Source: an optimization exercise on an open RTL-to-GDS flow (aim: small area, a short achievable clock period and few clock cycles per item). Production flows keep margins and buffers that such runs may drop.
The RTL was checked by simulation tests, not by an equivalence proof against the original design. The clock port is modelled as an ideal driver; clocking choices that lean on that would not hold on a real chip.

## flow/design.v (module list and top-level ports; edited modules follow where they fit)
// module flit_rx_check: 1142 lines
module flit_rx_check (
  input  wire        clk,
  input  wire        rst,
  input  wire        in_valid,
  output wire        in_ready,
  input  wire [63:0] in_data,
  output wire        out_valid,
  input  wire        out_ready,
  output wire [63:0] out_data,
  output wire        out_last,
  output wire        out_fec_fail,
  output wire        out_crc_fail
);
  // ...
==> flow/flow/run.sh <==
#!/bin/bash
# Layout flow: the standard layout (standard.sh: its synthesis, floorplan,
# power grid, placement, CTS and routing), with changes only to how the
# layout is optimised:
#  - timing repair aims at a 7.35 ns clock period (setup margin 22.65 ns on the
#    30 ns constraint), so gates on the long paths are sized and buffered;
#  - the port buffers are buf_4 cells instead of the delay buffer the flow
#    picks by default;
#  - clock tree: sinks clustered in groups of up to 30 within 90 um, and no
#    dummy loads.
# The constraints (constraint.sdc) are not changed. make's output goes to
# make_finish.log; each ORFS step logs to orfs/logs/.
set -euo pipefail
bash standard.sh SETUP_SLACK_MARGIN=22.65 \
  "BUFFER_PORTS_ARGS=-buffer_cell sky130_fd_sc_hd__buf_4" \
  "CTS_ARGS=-sink_clustering_enable -repair_clock_nets -sink_clustering_size 30 -sink_clustering_max_diameter 90 -dont_use_dummy_load" \
  finish > make_finish.log 2>&1
==> flow/standard.sh <==
#!/bin/bash
# synth_recipe.tcl (not shown) runs the flow's synth.tcl, then flattens the netlist and writes it again
# the make line also repeats each setting of config.mk as NAME=value (left out here)
make -C /OpenROAD-flow-scripts/flow DESIGN_CONFIG=/design/flow/config.mk WORK_HOME=/design/flow/orfs CLKGATE_MAP_FILE= SYNTH_SCRIPT=/design/flow/synth_recipe.tcl "${@:-finish}"
==> flow/config.mk <==
export PLATFORM = sky130hd
export DESIGN_NAME = flit_rx_check
export DESIGN_NICKNAME = flit_rx_check
export VERILOG_FILES = /design/flow/design.v
export SDC_FILE = /design/flow/constraint.sdc
export NUM_CORES = 8
export LEC_CHECK = 0
export CAP_MARGIN = 20
export CORE_MARGIN = 2
export CORE_UTILIZATION = 55
export SLEW_MARGIN = 20
==> flow/constraint.sdc <==
create_clock -name core_clock -period 30.0 [get_ports {clk}]
set_input_delay 6.0000 -clock core_clock [delete_from_list [all_inputs] [get_ports {clk}]]
set_output_delay 6.0000 -clock core_clock [all_outputs]
set_load 0.01 [all_outputs]
==> out/qor.csv, run 1 <==
metric,value,unit
hp-class,flop to flop,
crit_slowest_cell,dfxtp_2,
r2r-start,b_num1[7],
first_pass_iters,6,
seq_area_frac_synth,0.669,
ys_top_cells_by_area,"dfxtp_1, xnor2_1, edfxtp_1, xor2_1, nand2_1",
max_slew_margin,0.206,
area_growth,7.96,%
stdcell_count,9810,
synth_compound_area_frac,0.0309,
antenna_found_initial,24,
cts.sinks,2929,
critical_path_buf_inv_count,1,
inverters_excl_clock,81,
post_cts_buffers,8,
clockBufferDepth,3,
drt_wl_total,236,mm
yosysMostFrequentCell,dfxtp_1,
top_layer,met5,
grtUsageTotal,0.267,
max_freq,0.137,GHz
grt_pass1_wl,333,mm
async_flop_share,0,
dp.cells,9673,
grt-busiest-layer,met2,
placed_cell_area,98100,um^2
clkbuf_count,117,
period_share,0.244,
regArea,62900,um^2
fin_tns_setup,0,ns
layout_setup_ws,22.68,ns
r2r.worst_path.cells,22,
clock_area_frac,0.0289,
status,timing/DRC/antenna clean,
final-nonclk-buf-share,0.0213,
Testbench counts, summed over its fixed seeds: cycles 16,680, flits 512.
==> run 2, diff against run 1 <==
--- a/flow/design.v
+++ b/flow/design.v
@@ -48,85 +48,85 @@
     endcase
   endfunction
   function automatic [7:0] tmul(input [7:0] a, input [7:0] b);
     reg [3:0] hh, ll, mm;
     begin
       hh = gf16_mul(a[7:4], b[7:4]);
       ll = gf16_mul(a[3:0], b[3:0]);
       mm = gf16_mul(a[7:4] ^ a[3:0], b[7:4] ^ b[3:0]);
-      tmul = {mm ^ ll, ll ^ gf16_mul(hh, 4'd8)};
+      tmul = {mm ^ ll, ll ^ gf16_mul(hh, 4'd9)};
     end
   endfunction
   function automatic [7:0] tsq(input [7:0] a);
     reg [3:0] h, l;
     begin
       h = gf16_mul(a[7:4], a[7:4]);
       l = gf16_mul(a[3:0], a[3:0]);
-      tsq = {h, l ^ gf16_mul(h, 4'd8)};
+      tsq = {h, l ^ gf16_mul(h, 4'd9)};
     end
   endfunction
   function automatic [7:0] lm_pt(input [7:0] x);
     begin
-      lm_pt[0] = x[0] ^ x[1] ^ x[2] ^ x[3] ^ x[6];
-      lm_pt[1] = x[1] ^ x[2] ^ x[4] ^ x[6] ^ x[7];
-      lm_pt[2] = x[4] ^ x[5];
-      lm_pt[3] = x[3] ^ x[4] ^ x[6];
+      lm_pt[0] = x[0] ^ x[1] ^ x[3];
+      lm_pt[1] = x[1] ^ x[5];
+      lm_pt[2] = x[1] ^ x[3] ^ x[4] ^ x[7];
+      lm_pt[3] = x[1] ^ x[2] ^ x[5];
       lm_pt[4] = x[4] ^ x[7];
       lm_pt[5] = x[1] ^ x[3] ^ x[4];
       lm_pt[6] = x[2] ^ x[5] ^ x[6];
       lm_pt[7] = x[5];
     end
   endfunction
   function automatic [7:0] lm_a84(input [7:0] x);
     begin
-      lm_a84[0] = x[0] ^ x[1] ^ x[3] ^ x[5] ^ x[7];
-      lm_a84[1] = x[0] ^ x[1] ^ x[2] ^ x[5] ^ x[6] ^ x[7];
-      lm_a84[2] = x[1] ^ x[2] ^ x[3] ^ x[4] ^ x[5] ^ x[7];
-      lm_a84[3] = x[3] ^ x[4] ^ x[5];
-      lm_a84[4] = x[0] ^ x[2] ^ x[7];
-      lm_a84[5] = x[0] ^ x[1] ^ x[3] ^ x[5] ^ x[6];
+      lm_a84[0] = x[0] ^ x[1] ^ x[3] ^ x[4] ^ x[6];
+      lm_a84[1] = x[0] ^ x[1] ^ x[2] ^ x[6] ^ x[7];
+      lm_a84[2] = x[1] ^ x[2] ^ x[3] ^ x[4] ^ x[5];
+      lm_a84[3] = x[3] ^ x[4] ^ x[6];
+      lm_a84[4] = x[0] ^ x[2] ^ x[4] ^ x[5] ^ x[6] ^ x[7];
+      lm_a84[5] = x[0] ^ x[1] ^ x[3] ^ x[4] ^ x[7];
       lm_a84[6] = x[5] ^ x[6];
-      lm_a84[7] = x[0] ^ x[1] ^ x[6];
+      lm_a84[7] = x[0] ^ x[1] ^ x[4] ^ x[6] ^ x[7];
     end
   endfunction
   function automatic [7:0] lm_b84(input [7:0] x);
     begin
-      lm_b84[0] = x[0] ^ x[3] ^ x[4] ^ x[5] ^ x[7];
-      lm_b84[1] = x[0] ^ x[1] ^ x[2] ^ x[3] ^ x[4] ^ x[5];
-      lm_b84[2] = x[0] ^ x[1] ^ x[3] ^ x[4] ^ x[5];
-      lm_b84[3] = x[0] ^ x[6];
-      lm_b84[4] = x[0] ^ x[1] ^ x[2] ^ x[3] ^ x[5];
-      lm_b84[5] = x[0] ^ x[1] ^ x[2] ^ x[5] ^ x[6];
-      lm_b84[6] = x[0] ^ x[1] ^ x[2] ^ x[3] ^ x[5] ^ x[6] ^ x[7];
+      lm_b84[0] = x[0] ^ x[3] ^ x[4];
+      lm_b84[1] = x[0] ^ x[1] ^ x[2] ^ x[3] ^ x[4] ^ x[5] ^ x[6];
+      lm_b84[2] = x[0] ^ x[1] ^ x[3] ^ x[6] ^ x[7];
+      lm_b84[3] = x[0] ^ x[7];
+      lm_b84[4] = x[0] ^ x[1] ^ x[2] ^ x[3] ^ x[5] ^ x[6];
+      lm_b84[5] = x[0] ^ x[1] ^ x[2] ^ x[6];
+      lm_b84[6] = x[0] ^ x[1] ^ x[2] ^ x[3] ^ x[5] ^ x[7];
       lm_b84[7] = x[5] ^ x[6] ^ x[7];
     end
   endfunction
   function automatic [7:0] lm_g84(input [7:0] x);
     begin
-      lm_g84[0] = x[0] ^ x[1] ^ x[2] ^ x[6] ^ x[7];
-      lm_g84[1] = x[0] ^ x[1] ^ x[3] ^ x[5];
-      lm_g84[2] = x[1] ^ x[3] ^ x[4] ^ x[6] ^ x[7];
-      lm_g84[3] = x[0] ^ x[2] ^ x[3] ^ x[5] ^ x[6];
+      lm_g84[0] = x[0] ^ x[1] ^ x[2] ^ x[5] ^ x[6] ^ x[7];
+      lm_g84[1] = x[0] ^ x[1] ^ x[3] ^ x[4] ^ x[6] ^ x[7];
+      lm_g84[2] = x[1] ^ x[3] ^ x[5] ^ x[6] ^ x[7];
+      lm_g84[3] = x[0] ^ x[2] ^ x[3] ^ x[4] ^ x[5] ^ x[6];
       lm_g84[4] = x[5] ^ x[6] ^ x[7];
-      lm_g84[5] = x[0] ^ x[3] ^ x[4] ^ x[5] ^ x[7];
-      lm_g84[6] = x[0] ^ x[1] ^ x[2] ^ x[3] ^ x[4] ^ x[5];
-      lm_g84[7] = x[1] ^ x[7];
+      lm_g84[5] = x[0] ^ x[3] ^ x[4];
+      lm_g84[6] = x[0] ^ x[1] ^ x[2] ^ x[3] ^ x[4] ^ x[5] ^ x[6];
+      lm_g84[7] = x[1] ^ x[4] ^ x[6] ^ x[7];
     end
   endfunction
   function automatic [7:0] lm_tp(input [7:0] x);
     begin
-      lm_tp[0] = x[0] ^ x[2] ^ x[5] ^ x[6];
-      lm_tp[1] = x[1] ^ x[4] ^ x[6] ^ x[7];
-      lm_tp[2] = x[1] ^ x[3] ^ x[4] ^ x[5];
-      lm_tp[3] = x[1] ^ x[2] ^ x[4] ^ x[5] ^ x[6];
-      lm_tp[4] = x[2] ^ x[7];
+      lm_tp[0] = x[0] ^ x[2] ^ x[4];
+      lm_tp[1] = x[1] ^ x[7];
+      lm_tp[2] = x[1] ^ x[3];
+      lm_tp[3] = x[1] ^ x[2] ^ x[4] ^ x[7];
+      lm_tp[4] = x[2] ^ x[4] ^ x[5];
       lm_tp[5] = x[7];
-      lm_tp[6] = x[1] ^ x[3] ^ x[4] ^ x[5] ^ x[6] ^ x[7];
-      lm_tp[7] = x[2] ^ x[4] ^ x[7];
+      lm_tp[6] = x[1] ^ x[3] ^ x[6] ^ x[7];
+      lm_tp[7] = x[2] ^ x[5];
     end
   endfunction
   function automatic [7:0] lm_m1(input [7:0] x);
     begin
       lm_m1[0] = x[1];
       lm_m1[1] = x[0] ^ x[2];
       lm_m1[2] = x[0] ^ x[3];
       lm_m1[3] = x[0] ^ x[4];
@@ -442,17 +442,17 @@
     if (rst)
       b_v <= 1'b0;
     else if (!b_hold)
       b_v <= sa_v;
   end
   wire       b_two = (b_det != 8'h00);
   wire       b_one = !b_zero && !b_two;
   wire       b_c0  = (b_c == 2'd0);
-  wire [3:0] b_n   = gf16_mul(gf16_mul(b_num1[7:4], b_num1[7:4]), 4'd8) ^
+  wire [3:0] b_n   = gf16_mul(gf16_mul(b_num1[7:4], b_num1[7:4]), 4'd9) ^
                      gf16_mul(b_num1[7:4], b_num1[3:0]) ^ gf16_mul(b_num1[3:0], b_num1[3:0]);
   wire [3:0] b_ni  = gf16_inv(b_n);
   wire [7:0] b_dc  = tmul(b_det, {b_num1[7:4], b_num1[3:0] ^ b_num1[7:4]});
   wire [7:0] b_r   = {gf16_mul(b_dc[7:4], b_ni), gf16_mul(b_dc[3:0], b_ni)};
   wire [7:0] b_e   = tmul(b_s0, b_r);
   wire [7:0] b_f   = tmul(b_s1, b_r) ^ b_s0;
   wire [7:0] b_l1  = b_two ? b_num1 : b_s1;
   wire [7:0] n_l0  = lm_tp(b_two ? b_det : b_s0);
==> out/qor.csv, run 2 <==
metric,value,unit,change
hpwl,169,mm,
clk_pin_slew,0.12,ns,
fin_crit,7.36,ns,
max_slew_margin,0.235,,+0.0293
vias,48900,,
cts_tree,built,,
io_buffers,136,,
grtUsageTotal,0.263,,-0.00415
multi_input_area,29800,um^2,
ys.flop_type,dfxtp_1,,
crit_path_end_kind,output pin,,
crit_path_start_kind,flop,,
stdcell_count,9714,,-0.98%
ys_types,87,,
die_width,416,um,
antenna_found_initial,33,,+38%
core,169000,um^2,
crit_family,flip-flops,,
drc_errors,0,,
ys_top_cells_by_area,"dfxtp_1, xnor2_1, edfxtp_1, xor2_1, nand2_1",,
critical_path_buf_inv_count,1,,unchanged
htreeDepth,3,,
synthCells,7290,,
grt.overflow.total,0,,
async_flop_share,0,,unchanged
fin_tns_setup,0,ns,unchanged
dp.cells,9567,,-1.1%
layout.nets,7605,,
synth_edf_count,419,,
post_drt_via_cell_ratio,5.03,,
slew_viol_final,0,,
largest_register,ring,,
tightest_slew,1.14,ns,
crit_chain,buf_6,,
clockBufferDepth,3,,unchanged
crit_slowest_cell,dfxtp_4,,
final_antenna_net_count,0,,
worst-setup-path-type,flop to output pin,,
fillCellCount,13600,,
regArea,62900,um^2,+0.12%
avgSynthCellArea,12.8,um^2,
crit_arrival,1.36,ns,
reg_top3,"ring: 2368 flops, chs: 132 flops, syn: 96 flops",,
synth_top_cell_area_share,0.538,,
rsz0062_at_grt,true,,
setup_viol,0,,
ios,137,,
clk_latency,0.82,ns,
period_share,0.245,,+0.00135
hp-class,flop to flop,,
ys_ff_latch,2929,,
drive_gt1_frac,0.0771,,
grt_pass1_wl,326,mm,-2.2%
first_global_vias,46600,,
synth_top_area_cell,dfxtp_1,,
cp.required,24.00,ns,
die_area,173000,um^2,
drv_cap,0,,
max_freq,0.136,GHz,-0.55%
cts.sinks,2929,,unchanged
area_growth,8.23,%,
start_util,0.553,,
drt_wl_total,231,mm,-2.1%
rows,151,,
die_h,416,um,
synth_nets,7400,,
seq_area_frac_synth,0.673,,+0.00437
wire_per_inst,23.8,um,
first_pass_iters,6,,unchanged
yosysMostFrequentCell,dfxtp_1,,
largest_reg_flops,2368,,
hold_viol,0,,
synth_area,93400,um^2,
critPathMaxStageDelay,0.43,ns,
final_cell_mix,"dfxtp_1, xnor2_1, nand2_1",,
clock_skew,0.123,ns,
yosysWarnings,5,,
drt_iter0_drc,4387,,
final_common_cell,dfxtp_1,,
grt_max_degree,98,,
synth.cells.most_frequent,"dfxtp_1, xnor2_1, nand2_1, xor2_1, nor2_1",,
status,timing/DRC/antenna clean,,
critPathMaxFanout,2,,
cts_inserted_buffers,118,,
ctsRootBufferMaster,clkbuf_16,,
gp_congestion,0.992,,
==> run 2: changes by cell type after synthesis, moves of 13 or more <==
cell and delta:
nor2_1 -32, mux2i_1 +31, a21oi_1 -29, nand2_1 -19
clkbuf_1 -18, inv_1 -18, o21ai_1 +18, a31oi_1 -15
nor2b_1 -13
==> run 2: layer usage <==
layer	GRT usage	wire, um
met2	0.414	104000
met1	0.365	102000
met4	0.121	12200
met5	0	0
met3	0.0314	12500
==> run 2: area by class of cell <==
cell class	count	share of cell area
repair buffers	304	0.0236
multi-input cells	4084	0.295
flip-flops and latches	2929	0.623
clock buffers	118	0.0292
diodes	3	0.0000743
well taps	2218	0.0275
inverters	58	0.00218
==> run 2: logic make-up after synthesis <==
group	share of synthesized area
AO/OA/AOI/OAI	0.0262
adder cells (fa/ha/maj)	0.00595
flip-flops	0.673
XOR/XNOR	0.210
multiplexers	0.0100
buffers and inverters	0.0120
AND/OR/NAND/NOR	0.0628
==> run 2: path summary, 6_finish.rpt <==
kind | startpoint | end | slack (ns) | depth (start not counted)
worst max-delay path | out_q[63] | out_data[63] | 22.64 | 1
worst min register to register | ring[24][46] | ring[23][46] | 0.26 | 0
worst min-delay path | ring[24][46] | ring[23][46] | 0.26 | 0
worst max register to register | b_num1[3] | chs[2][38] | 23.02 | 23
==> run 2: metrics by stage <==
| step | setup WS (ns) | hold WS [ns] | util | cell area [um^2] |
|---|---|---|---|---|
| final | 22.64 | 0.258 | 0.598 | 101000 |
| after global routing | 22.61 | 0.253 | 0.598 | 101000 |
| after CTS | 22.58 | 0.245 | 0.597 | 101000 |
| after detailed placement | 21.26 | 0.312 | 0.578 | 97600 |
| after global placement | 21.30 | 0.309 | 0.578 | 97600 |
| after floorplan | 22.22 | 0.310 | - | 93500 |
==> run 2: timing repair <==
action	in CTS	in global routing
resized for setup	84	10
setup endpoints to repair	189	115
hold buffers	0	0
gates cloned	0	0
buffers inserted	6	20
pin swaps	0	0
==> run 2: worst register-to-register path, delay by kind of cell, from the launching register on <==
family | cells | cell delay (ns)
AO/OA/AOI/OAI | 3 | 0.36
XOR/XNOR | 9 | 3.42
adder cells (fa/ha/maj) | 2 | 0.67
buffers and inverters | 3 | 0.38
flip-flops | 1 | 0.47
multiplexers | 4 | 0.94
AND/OR/NAND/NOR | 2 | 0.52
Testbench counts of run 2, summed over its fixed seeds: cycles 16,680, flits 512.

## what the ideal ports hide
Ports are ideal in the flow. The routed layouts listed here were re-timed in OpenROAD. Step 1: set_driving_cell puts a clkbuf_16 on clk and a buf_2 on each other input, an assumption about the parent block. Step 2, shift: input delay + t, output delay - t, t = (earliest + latest rising clock arrival at the registers) / 2. This alone moves slack from input paths to output paths. Three values: no drivers, after step 1, after step 2; two values: the first two.
run | t (ns) | setup WS [ns] | worst hold slack (ns) | worst slew at a driven data input, ns
run 1 | 0.844 | 22.684 / 22.595 / 21.956 | 0.250 / 0.250 / 0.250 | 0.15
run 2 | 0.853 | 22.644 / 22.566 / 21.925 | 0.258 / 0.258 / 0.258 | 0.13
After both steps setup and hold are still met in every run listed. For run 1, which loses most, drivers alone change the setup slack by -0.089 ns; drivers and shift together by -0.728 ns.
